Source: an optimization exercise on an open RTL-to-GDS flow (aim: small area and a short achievable clock period). Production flows keep margins and buffers that such runs may drop. The RTL was checked by simulation tests, not by an equivalence proof against the original design. Power is estimated from default activity; no workload was simulated.

Design cv_unit, start of the top module:
module cv_unit (
    input             clk,
    input             rst,
    input             we,
    input      [3:0]  addr,
    input      [17:0] wdata,
    output reg [17:0] rdata,
    output reg        err,
    input             feed_valid,
    input      [3:0]  feed_n,
    input      [8:0]  feed_data
);
==> module cv_unit, before the edit <==
module cv_unit (
    input             clk,
    input             rst,
    input             we,
    input      [3:0]  addr,
    input      [17:0] wdata,
    output reg [17:0] rdata,
    output reg        err,
    input             feed_valid,
    input      [3:0]  feed_n,
    input      [8:0]  feed_data
);
    reg [7:0]  cfg_r;
    reg [31:0] poly_r;
    reg [31:0] init_r;
    reg [31:0] val_r;
    reg [8:0]  vt_r;
    reg [8:1]  mi_r;
    reg        p_we;
    reg        p_feed;
    reg [3:0]  p_sel;
    reg [17:0] p_data;
    wire [4:0]  wm1_r   = cfg_r[4:0];
    wire        refin_r = cfg_r[5];
    wire [31:0] mask_r  = 32'hFFFF_FFFF >> (~wm1_r);
    reg  [9:1]  hot;
    integer     c;
    always @* begin
        for (c = 1; c < 10; c = c + 1)
            hot[c] = (p_sel == c);
    end
    reg  [8:0]  vtop, dtop;
    integer     i2, c2;
    always @* begin
        for (i2 = 0; i2 < 9; i2 = i2 + 1) begin
            vtop[i2] = 1'b0;
            dtop[i2] = 1'b0;
            for (c2 = i2 + 1; c2 < 10; c2 = c2 + 1) begin
                vtop[i2] = vtop[i2] | (hot[c2] & vt_r[9 - c2 + i2]);
                dtop[i2] = dtop[i2] | (hot[c2] & (refin_r ? p_data[c2 - 1 - i2]
                                                          : p_data[i2]));
            end
        end
    end
    wire [8:0]  h = vtop ^ dtop;
    wire [8:0]  mi = {mi_r, 1'b1};
    reg  [8:0]  q;
    reg  [15:0] qt;
    integer     i, j, t;
    always @* begin
        for (i = 0; i < 9; i = i + 1) begin
            qt = 16'd0;
            qt[0] = h[i];
            for (j = i + 1; j < 9; j = j + 1)
                qt[j - i] = mi[j - i] & h[j];
            for (t = 0; t < 8; t = t + 1) qt[t] = qt[t] ^ qt[t + 8];
            for (t = 0; t < 4; t = t + 1) qt[t] = qt[t] ^ qt[t + 4];
            for (t = 0; t < 2; t = t + 1) qt[t] = qt[t] ^ qt[t + 2];
            q[i] = qt[0] ^ qt[1];
        end
    end
    reg  [31:0] vsh;
    reg  [31:0] fed;
    reg  [15:0] ft;
    integer     m, b2;
    always @* begin
        vsh = val_r << p_sel;
        for (b2 = 0; b2 < 32; b2 = b2 + 1) begin
            ft = 16'd0;
            for (m = 0; m < 9; m = m + 1)
                if (b2 >= m)
                    ft[m] = q[m] & poly_r[b2 - m];
            ft[9] = vsh[b2];
            for (t = 0; t < 8; t = t + 1) ft[t] = ft[t] ^ ft[t + 8];
            for (t = 0; t < 4; t = t + 1) ft[t] = ft[t] ^ ft[t + 4];
            for (t = 0; t < 2; t = t + 1) ft[t] = ft[t] ^ ft[t + 2];
            fed[b2] = ft[0] ^ ft[1];
        end
    end
    reg [7:0]  cfg_t;
    reg [31:0] poly_t;
    reg [31:0] init_t;
    reg [31:0] val_t;
    always @* begin
        cfg_t  = cfg_r;
        poly_t = poly_r;
        init_t = init_r;
        val_t  = val_r;
        if (p_we) begin
            case (p_sel)
                4'd0: begin                      
                    cfg_t  = p_data[7:0];
                    poly_t = poly_r & mask_r;
                    init_t = init_r & mask_r;
                    val_t  = val_r  & mask_r;
                end
                4'd1: poly_t[17:0]  = p_data;
                4'd2: poly_t[31:18] = p_data[13:0];
                4'd3: init_t[17:0]  = p_data;
                4'd4: init_t[31:18] = p_data[13:0];
                4'd5: val_t[17:0]   = p_data;
                4'd6: val_t[31:18]  = p_data[13:0];
                4'd9: val_t         = init_r;
                default: ;
            endcase
        end
        if (p_feed)
            val_t = fed;
    end
    wire [4:0]  wm1_t  = cfg_t[4:0];
    wire        refout = cfg_t[6];
    wire        finv   = cfg_t[7];
    wire [31:0] mask_t = 32'hFFFF_FFFF >> (~wm1_t);
    wire [31:0] vl = val_t << (~wm1_t);
    wire [38:0] pla = {poly_t, 7'd0};                  
    wire [22:0] pl16 = wm1_t[4] ? pla[38:16] : pla[22:0];
    wire [14:0] pl8  = wm1_t[3] ? pl16[22:8] : pl16[14:0];
    wire [10:0] pl4  = wm1_t[2] ? pl8[14:4]  : pl8[10:0];
    wire [8:0]  pl2  = wm1_t[1] ? pl4[10:2]  : pl4[8:0];
    wire [7:0]  pl1  = wm1_t[0] ? pl2[8:1]   : pl2[7:0];   
    wire [31:0] pl   = {pl1, 24'd0};
    reg  [8:0]  mi_t;
    integer     a, d;
    always @* begin
        mi_t[0] = 1'b1;
        for (a = 1; a < 9; a = a + 1) begin
            mi_t[a] = 1'b0;
            for (d = 1; d <= a; d = d + 1)
                mi_t[a] = mi_t[a] ^ (pl[32 - d] & mi_t[a - d]);
        end
    end
    reg  [31:0] rev;
    integer     r;
    always @* begin
        for (r = 0; r < 32; r = r + 1)
            rev[r] = vl[31 - r];
    end
    wire [31:0] res = (refout ? rev : val_t) ^ {32{finv}};
    reg  [17:0] lw;
    reg  [13:0] hw;
    always @* begin
        case (addr[2:1])
            2'd0:    lw = poly_t[17:0];              
            2'd1:    lw = init_t[17:0];              
            2'd2:    lw = val_t[17:0];               
            default: lw = res[17:0];                 
        endcase
        case (addr[2:1])
            2'd1:    hw = poly_t[31:18];             
            2'd2:    hw = init_t[31:18];             
            2'd3:    hw = val_t[31:18];              
            default: hw = res[31:18];                
        endcase
    end
    wire        is_l  = !addr[3] && addr[0];                         
    wire        is_h  = (!addr[3] && !addr[0] && addr[2:1] != 2'd0)
                     || (addr == 4'd8);                              
    wire        is_c  = (addr == 4'd0);
    wire [17:0] rd_word = ({18{is_l}} & mask_t[17:0] & lw)
                        | ({18{is_h}} & {4'd0, mask_t[31:18] & hw})
                        | ({18{is_c}} & {10'd0, cfg_t});
    wire refused = (addr == 4'd0) && (wdata[4:0] < 5'd2);    
    wire feed_ok = (feed_n != 4'd0) && (feed_n <= 4'd9);
    always @(posedge clk) begin
        if (rst) begin
            cfg_r  <= 8'o037;
            poly_r <= 32'd0;
            init_r <= 32'd0;
            val_r  <= 32'd0;
            vt_r   <= 9'd0;
            mi_r   <= 8'd0;
            p_we   <= 1'b0;
            p_feed <= 1'b0;
            p_sel  <= 4'd0;
            p_data <= 18'd0;
            rdata  <= 18'd0;
            err    <= 1'b0;
        end else begin
            cfg_r  <= cfg_t;
            poly_r <= poly_t;
            init_r <= init_t;
            val_r  <= val_t;
            vt_r   <= vl[31:23];
            mi_r   <= mi_t[8:1];
            rdata  <= rd_word;
            err    <= we && refused;
            p_we   <= we && !refused;
            p_feed <= !we && feed_valid && feed_ok;
            p_sel  <= we ? addr : feed_n;
            p_data <= we ? wdata : {9'd0, feed_data};
        end
    end
endmodule
export LEC_CHECK = 0
export CAP_MARGIN = 20
export CORE_MARGIN = 2
export CORE_UTILIZATION = 40
export PLACE_DENSITY = 0.5
export SLEW_MARGIN = 20
create_clock -name core_clock -period 27.0 [get_ports {clk}]
standard.sh (not shown) runs the stock make flow with config.mk's settings and CLKGATE_MAP_FILE= SYNTH_SCRIPT=/design/flow/synth_recipe.tcl, a recipe that flattens the netlist after the stock synthesis.
==> flow/flow/run.sh <==
#!/bin/bash
# Own layout flow: the standard ORFS flow (standard.sh) with
#  - synthesis mapped by ABC with area recovery (flow/synth.tcl, flow/abc_area.script);
#  - plain buffers (buf_2) on the ports instead of delay buffers;
#  - ORFS's repair_timing aiming for extra setup slack (SETUP_SLACK_MARGIN),
#    so it sizes up the drivers on the long paths.
# The SDC, clock period, floorplan, power grid, CTS and routing are the standard ones.
set -euo pipefail
W=$(pwd)
export MY_ABC_SCRIPT=$W/flow/abc_area.script
make -C "$FLOW_HOME" DESIGN_CONFIG="$W/config.mk" WORK_HOME="$W/orfs" CLKGATE_MAP_FILE= \
  SYNTH_SCRIPT="$W/flow/synth.tcl" synth > "$W/synth.log" 2>&1
bash "$W/standard.sh" SETUP_SLACK_MARGIN=20.5 \
  "BUFFER_PORTS_ARGS=-buffer_cell sky130_fd_sc_hd__buf_2" finish > "$W/layout.log" 2>&1
==> flow/flow/abc_area.script <==
&get -n
&st
&dch -f
&nf -R 1000
&put
topo
stime -c
==> flow/flow/synth.tcl <==
# synth_recipe.tcl (the standard synthesis), with one change: ABC maps the logic
# with flow/abc_area.script (mapping with area recovery) instead of ORFS's script.
# Registers are mapped before ABC runs, so they are the standard synthesis's.
proc synth {args} { yosys synth -nofsm -noshare {*}$args }
proc abc {args} {
  set i [lsearch -exact $args -script]
  if { $i >= 0 } {
    set args [lreplace $args $i [expr {$i + 1}] -script $::env(MY_ABC_SCRIPT)]
  }
  yosys abc {*}$args
}
source $::env(SCRIPTS_DIR)/synth.tcl
# left out here: clear keep_hierarchy, flatten, clean up, hide names made inside functions, write 1_2_yosys.v
Change:
--- a/flow/design.v
+++ b/flow/design.v
@@ -134,31 +134,34 @@
     always @* begin
         for (r = 0; r < 32; r = r + 1)
             rev[r] = vl[31 - r];
     end
-    wire [31:0] res = (refout ? rev : val_t) ^ {32{finv}};
+    wire [1:0]  sel_l = (addr[2:1] == 2'd3 && !refout) ? 2'd2 : addr[2:1];
+    wire [1:0]  sel_h = (addr[2:1] == 2'd0 && !refout) ? 2'd3 : addr[2:1];
     reg  [17:0] lw;
     reg  [13:0] hw;
     always @* begin
-        case (addr[2:1])
+        case (sel_l)
             2'd0:    lw = poly_t[17:0];              
             2'd1:    lw = init_t[17:0];              
             2'd2:    lw = val_t[17:0];               
-            default: lw = res[17:0];                 
+            default: lw = rev[17:0];                 
         endcase
-        case (addr[2:1])
+        case (sel_h)
             2'd1:    hw = poly_t[31:18];             
             2'd2:    hw = init_t[31:18];             
             2'd3:    hw = val_t[31:18];              
-            default: hw = res[31:18];                
+            default: hw = rev[31:18];                
         endcase
     end
     wire        is_l  = !addr[3] && addr[0];                         
     wire        is_h  = (!addr[3] && !addr[0] && addr[2:1] != 2'd0)
                      || (addr == 4'd8);                              
+    wire        inv_l = finv && (addr == 4'd7);
+    wire        inv_h = finv && (addr == 4'd8);
     wire        is_c  = (addr == 4'd0);
-    wire [17:0] rd_word = ({18{is_l}} & mask_t[17:0] & lw)
-                        | ({18{is_h}} & {4'd0, mask_t[31:18] & hw})
+    wire [17:0] rd_word = ({18{is_l}} & mask_t[17:0] & (lw ^ {18{inv_l}}))
+                        | ({18{is_h}} & {4'd0, mask_t[31:18] & (hw ^ {14{inv_h}})})
                         | ({18{is_c}} & {10'd0, cfg_t});
     wire refused = (addr == 4'd0) && (wdata[4:0] < 5'd2);    
     wire feed_ok = (feed_n != 4'd0) && (feed_n <= 4'd9);
     always @(posedge clk) begin
@@ -166,28 +169,24 @@
             cfg_r  <= 8'o037;
             poly_r <= 32'd0;
             init_r <= 32'd0;
             val_r  <= 32'd0;
-            vt_r   <= 9'd0;
-            mi_r   <= 8'd0;
             p_we   <= 1'b0;
             p_feed <= 1'b0;
-            p_sel  <= 4'd0;
-            p_data <= 18'd0;
             rdata  <= 18'd0;
             err    <= 1'b0;
         end else begin
             cfg_r  <= cfg_t;
             poly_r <= poly_t;
             init_r <= init_t;
             val_r  <= val_t;
-            vt_r   <= vl[31:23];
-            mi_r   <= mi_t[8:1];
             rdata  <= rd_word;
             err    <= we && refused;
             p_we   <= we && !refused;
             p_feed <= !we && feed_valid && feed_ok;
-            p_sel  <= we ? addr : feed_n;
-            p_data <= we ? wdata : {9'd0, feed_data};
         end
+        vt_r   <= vl[31:23];
+        mi_r   <= mi_t[8:1];
+        p_sel  <= we ? addr : feed_n;
+        p_data <= {wdata[17:9], we ? wdata[8:0] : feed_data};
     end
 endmodule
=>
- The new run completed without violations
- combinational power drops by about 22%
- wire length came out lower by about 9%
- cell area came out lower by about 1.1%
- total power shrinks by 10%
- sequential share of layout area is higher by 0.21 points
- die area decreases by 2.8%
- core utilization goes up by 0.87 points
- non-clock buffer count grows by 17

==> what the ideal ports hide <==
How much do the figures lean on ideal ports? The routed layouts below were timed once more, with nothing changed but the port constraints.
Step 1 (the two cells are an assumption about what drives the block):
set clk [get_ports {clk}]
set_driving_cell -lib_cell sky130_fd_sc_hd__clkbuf_16 $clk
set_driving_cell -lib_cell sky130_fd_sc_hd__buf_2 [delete_from_list [all_inputs] $clk]
Step 2 also shifts input and output timing later by t, the mid clock arrival at the registers, as if the neighbouring blocks saw the same clock.
a / b / c = no drivers / after step 1 / after step 2; a / b = the first two.
run	t (ns)	slack for setup (ns)	clock arrival spread, ns	worst register clock-pin slew, ns
the first run	0.520	20.385 / 20.316 / 19.795	0.015 / 0.015	0.08 / 0.08
the second run	0.498	20.426 / 20.341 / 19.843	0.021 / 0.021	0.08 / 0.08
After both steps every run listed still meets setup and hold. For the first run, which loses most, drivers alone change the setup slack by -0.069 ns; drivers and shift together by -0.590 ns.
